From an optimization exercise on the open Yosys and OpenROAD flow, aimed at small area, a short achievable clock period and few clock cycles per item; shortcuts taken in it are not production practice.
Function was checked by simulation only, so behaviour that the tests miss may differ from the original.

## the reference run
// sv_force_lane
module sv_force_lane (
    input  wire        clk,
    input  wire        rst,           
    input  wire        start,         
    input  wire        first,         
    output reg         ready,
    output reg         done,
    input  wire        vel_valid,
    input  wire [19:0] v_cmd,
    input  wire [19:0] v_act,
    input  wire [19:0] aff,
    input  wire [19:0] inj_f,
    input  wire [19:0] k_m,
    input  wire        obs_en,
    input  wire [3:0]  bq_en,
    input  wire [3:0]  ash,
    input  wire [19:0] flim_pos,
    input  wire [19:0] flim_neg,
    input  wire [19:0] kvp_m,
    input  wire [4:0]  kvp_sh,
    input  wire [19:0] kvi_m,
    input  wire [4:0]  kvi_sh,
    input  wire [19:0] kaw_m,
    input  wire [4:0]  kaw_sh,
    input  wire [19:0] km_m,
    input  wire [4:0]  km_sh,
    input  wire [19:0] kob_m,
    input  wire [4:0]  kob_sh,
    input  wire [19:0] koc_m,
    input  wire [4:0]  koc_sh,
    input  wire [19:0] kaf_m,
    input  wire [4:0]  kaf_sh,
    input  wire [19:0] foff,
    input  wire [79:0] bq_b0,
    input  wire [79:0] bq_b1,
    input  wire [79:0] bq_b2,
    input  wire [79:0] bq_a1,
    input  wire [79:0] bq_a2,
    output reg  [19:0] f_out,
    output reg  [19:0] f_sum,
    output reg  [19:0] u_out,
    output reg  [19:0] y_bq,
    output reg  [19:0] d_hat,
    output reg  [39:0] i_vel,
    output reg  [11:0] flags          
);
    localparam [3:0] P_R1 = 4'd0, P_I1 = 4'd1, P_I2 = 4'd2, P_D1 = 4'd3, P_D2 = 4'd4,
                     P_U1 = 4'd5, P_BQ = 4'd6, P_F1 = 4'd7, P_F2 = 4'd8, P_F3 = 4'd9,
                     P_F4 = 4'd10, P_END = 4'd11;
    localparam [2:0] B_ACC = 3'd0, B_ZERO = 3'd1, B_IVEL = 3'd2, B_FOUT2 = 3'd3,
                     B_DHAT = 3'd4, B_CLAMPI = 3'd5, B_RS = 3'd6;
    localparam [2:0] W_NONE = 3'd0, W_I = 3'd1, W_D = 3'd2, W_CAP = 3'd3,
                     W_CHAIN = 3'd4, W_FS = 3'd5;
    reg        busy, go;
    reg [3:0]  pc;
    reg [1:0]  bk;
    reg [2:0]  bs;
  ...
For scale: about 0.057 sq mm of cells after synthesis.
clock: 30.0 ns
lec_check: 0
cap_margin: 20
core_margin: 2
core_utilization: 40
cts_cluster_diameter: 120
cts_cluster_size: 20
place_density: 0.6
slew_margin: 20
standard.sh (not shown) runs the stock make flow with config.mk's settings and CLKGATE_MAP_FILE= SYNTH_SCRIPT=/design/flow/synth_recipe.tcl, a recipe that flattens the netlist after the stock synthesis.
==> flow/flow/run.sh <==
#!/bin/bash
# The standard layout flow (standard.sh: standard synthesis, floorplan, placement, CTS,
# routing) with two changes in how the layout is made:
#  - the buffers the flow puts on every input and output port are the smallest plain buffer
#    cell rather than the cell buffer_ports picks by default;
#  - ORFS's repair_timing aims for 22.6 ns of setup slack at the design's 30 ns clock (the
#    constraints are unchanged), so it sizes the logic for a ~7.4 ns cycle.
# make's full output goes to standard_flow.log; each tool's own log is under orfs/logs/.
set -euo pipefail
export BUFFER_PORTS_ARGS="-buffer_cell sky130_fd_sc_hd__buf_1"
export SETUP_SLACK_MARGIN=22.6
bash standard.sh > standard_flow.log 2>&1
Testbench counts of the reference run, summed over its fixed seeds: cycles 180,127, items 8,000.
Input changes introduced in the trial run (baseline for comparison: the reference run):
- setting ABC_AREA to 1 for the first time
==> run notes <==
- Relative to the reference run, arithmetic-cell share of the synthesized area counting full adders, half adders and majority gates has gone down in the trial run.
- Per the comparison of the trial run with the reference run, headroom to the max-slew limit closely matched the old numbers; via count went up; total wire length after detailed routing went up by about 6%.
- | portion of netlist area occupied by mux cells | the trial run vs the reference run | 5.0 points lower |
- On number of buffers other than clock buffers in the final layout, the trial run and the reference run are basically level.
- For the synthesized cell count, the trial run came in 694 higher than the reference run did.
- Growth of design area from synthesis to finish: the trial run vs the reference run up 0.29 points

========
north:
sv_force_lane, a different RTL version from the one above (not shown whole).
Size: about 6800 cells after synthesis, about 640 flip-flops, ~900 I/O pins, about 51000 um^2 of cells after synthesis.
// sv_force_lane
module sv_force_lane (
    input  wire        clk,
    input  wire        rst,           
    input  wire        start,         
    input  wire        first,         
    output reg         ready,
    output reg         done,
    input  wire        vel_valid,
    input  wire [19:0] v_cmd,
    input  wire [19:0] v_act,
    input  wire [19:0] aff,
    input  wire [19:0] inj_f,
    input  wire [19:0] k_m,
    input  wire        obs_en,
    input  wire [3:0]  bq_en,
    input  wire [3:0]  ash,
    input  wire [19:0] flim_pos,
    input  wire [19:0] flim_neg,
    input  wire [19:0] kvp_m,
    input  wire [4:0]  kvp_sh,
    input  wire [19:0] kvi_m,
    input  wire [4:0]  kvi_sh,
    input  wire [19:0] kaw_m,
    input  wire [4:0]  kaw_sh,
    input  wire [19:0] km_m,
    input  wire [4:0]  km_sh,
    input  wire [19:0] kob_m,
    input  wire [4:0]  kob_sh,
    input  wire [19:0] koc_m,
    input  wire [4:0]  koc_sh,
    input  wire [19:0] kaf_m,
    input  wire [4:0]  kaf_sh,
    input  wire [19:0] foff,
    input  wire [79:0] bq_b0,
    input  wire [79:0] bq_b1,
  ...
clock: 30.0 ns
lec_check: 0
abc_area: 1
cap_margin: 20
core_margin: 2
core_utilization: 40
cts_cluster_diameter: 120
cts_cluster_size: 20
place_density: 0.6
slew_margin: 20
==> flow/flow/run.sh <==
#!/bin/bash
# The standard layout flow (standard.sh: standard synthesis, floorplan, placement, CTS,
# routing) with two changes in how the layout is made:
#  - the buffers the flow puts on every input and output port are the smallest plain buffer
#    cell rather than the cell buffer_ports picks by default;
#  - ORFS's repair_timing aims for 22.75 ns of setup slack at the design's 30 ns clock (the
#    constraints are unchanged), so it sizes the logic for a ~7.25 ns cycle.
# make's full output goes to standard_flow.log; each tool's own log is under orfs/logs/.
set -euo pipefail
export BUFFER_PORTS_ARGS="-buffer_cell sky130_fd_sc_hd__buf_1"
export SETUP_SLACK_MARGIN=22.75
bash standard.sh > standard_flow.log 2>&1
Testbench counts of north, summed over its fixed seeds: cycles 177,286, items 8,000.
The inputs of south differ from those of north as listed below.
--- a/flow/flow/run.sh
+++ b/flow/flow/run.sh
@@ -5,4 +5,4 @@
 #    cell rather than the cell buffer_ports picks by default;
-#  - ORFS's repair_timing aims for 22.75 ns of setup slack at the design's 30 ns clock (the
-#    constraints are unchanged), so it sizes the logic for a ~7.25 ns cycle.
+#  - ORFS's repair_timing aims for 22.6 ns of setup slack at the design's 30 ns clock (the
+#    constraints are unchanged), so it sizes the logic for a ~7.4 ns cycle.
 # make's full output goes to standard_flow.log; each tool's own log is under orfs/logs/.
@@ -10,3 +10,3 @@
 export BUFFER_PORTS_ARGS="-buffer_cell sky130_fd_sc_hd__buf_1"
-export SETUP_SLACK_MARGIN=22.75
+export SETUP_SLACK_MARGIN=22.6
 bash standard.sh > standard_flow.log 2>&1
[summary]
Taking north as the reference, in south data required time at the worst endpoint moved up; final core area utilization moved down; final cell count moved down. The sequential share of layout area in south sits 0.21 points above the value recorded for north.

separate check: timing with driven ports:
The results above use ideal ports. As a check the final layouts listed here were re-extracted and re-timed, cells and wires unchanged. Step 1 sets driving cells, clkbuf_16 on the clock port and buf_2 on the other inputs (assumed; they add their load-dependent delay and slew). Step 2, shift: input delay + t, output delay - t, t = (earliest + latest rising clock arrival at the registers) / 2. This alone moves slack from input paths to output paths. Slacks: ideal / step 1 / step 2; pairs: ideal / step 1.
| run | t (ns) | setup WS [ns] | clock arrival spread, ns | worst register clock-pin slew, ns | cell pins on the clock port's net |
|---|---|---|---|---|---|
| the reference run | 0.740 | 22.479 / 22.518 / 21.778 | 0.060 / 0.060 | 0.10 / 0.10 | 1 |
| the trial run | 0.756 | 22.553 / 22.471 / 21.840 | 0.059 / 0.059 | 0.10 / 0.10 | 1 |
| north | 0.740 | 22.493 / 22.533 / 21.792 | 0.031 / 0.031 | 0.10 / 0.10 | 1 |
| south | 0.744 | 22.553 / 22.527 / 21.856 | 0.052 / 0.052 | 0.10 / 0.10 | 1 |
After both steps every run listed still meets setup and hold. The setup slack of the trial run, which loses most, moves by -0.082 ns with the drivers and by -0.713 ns with both steps.
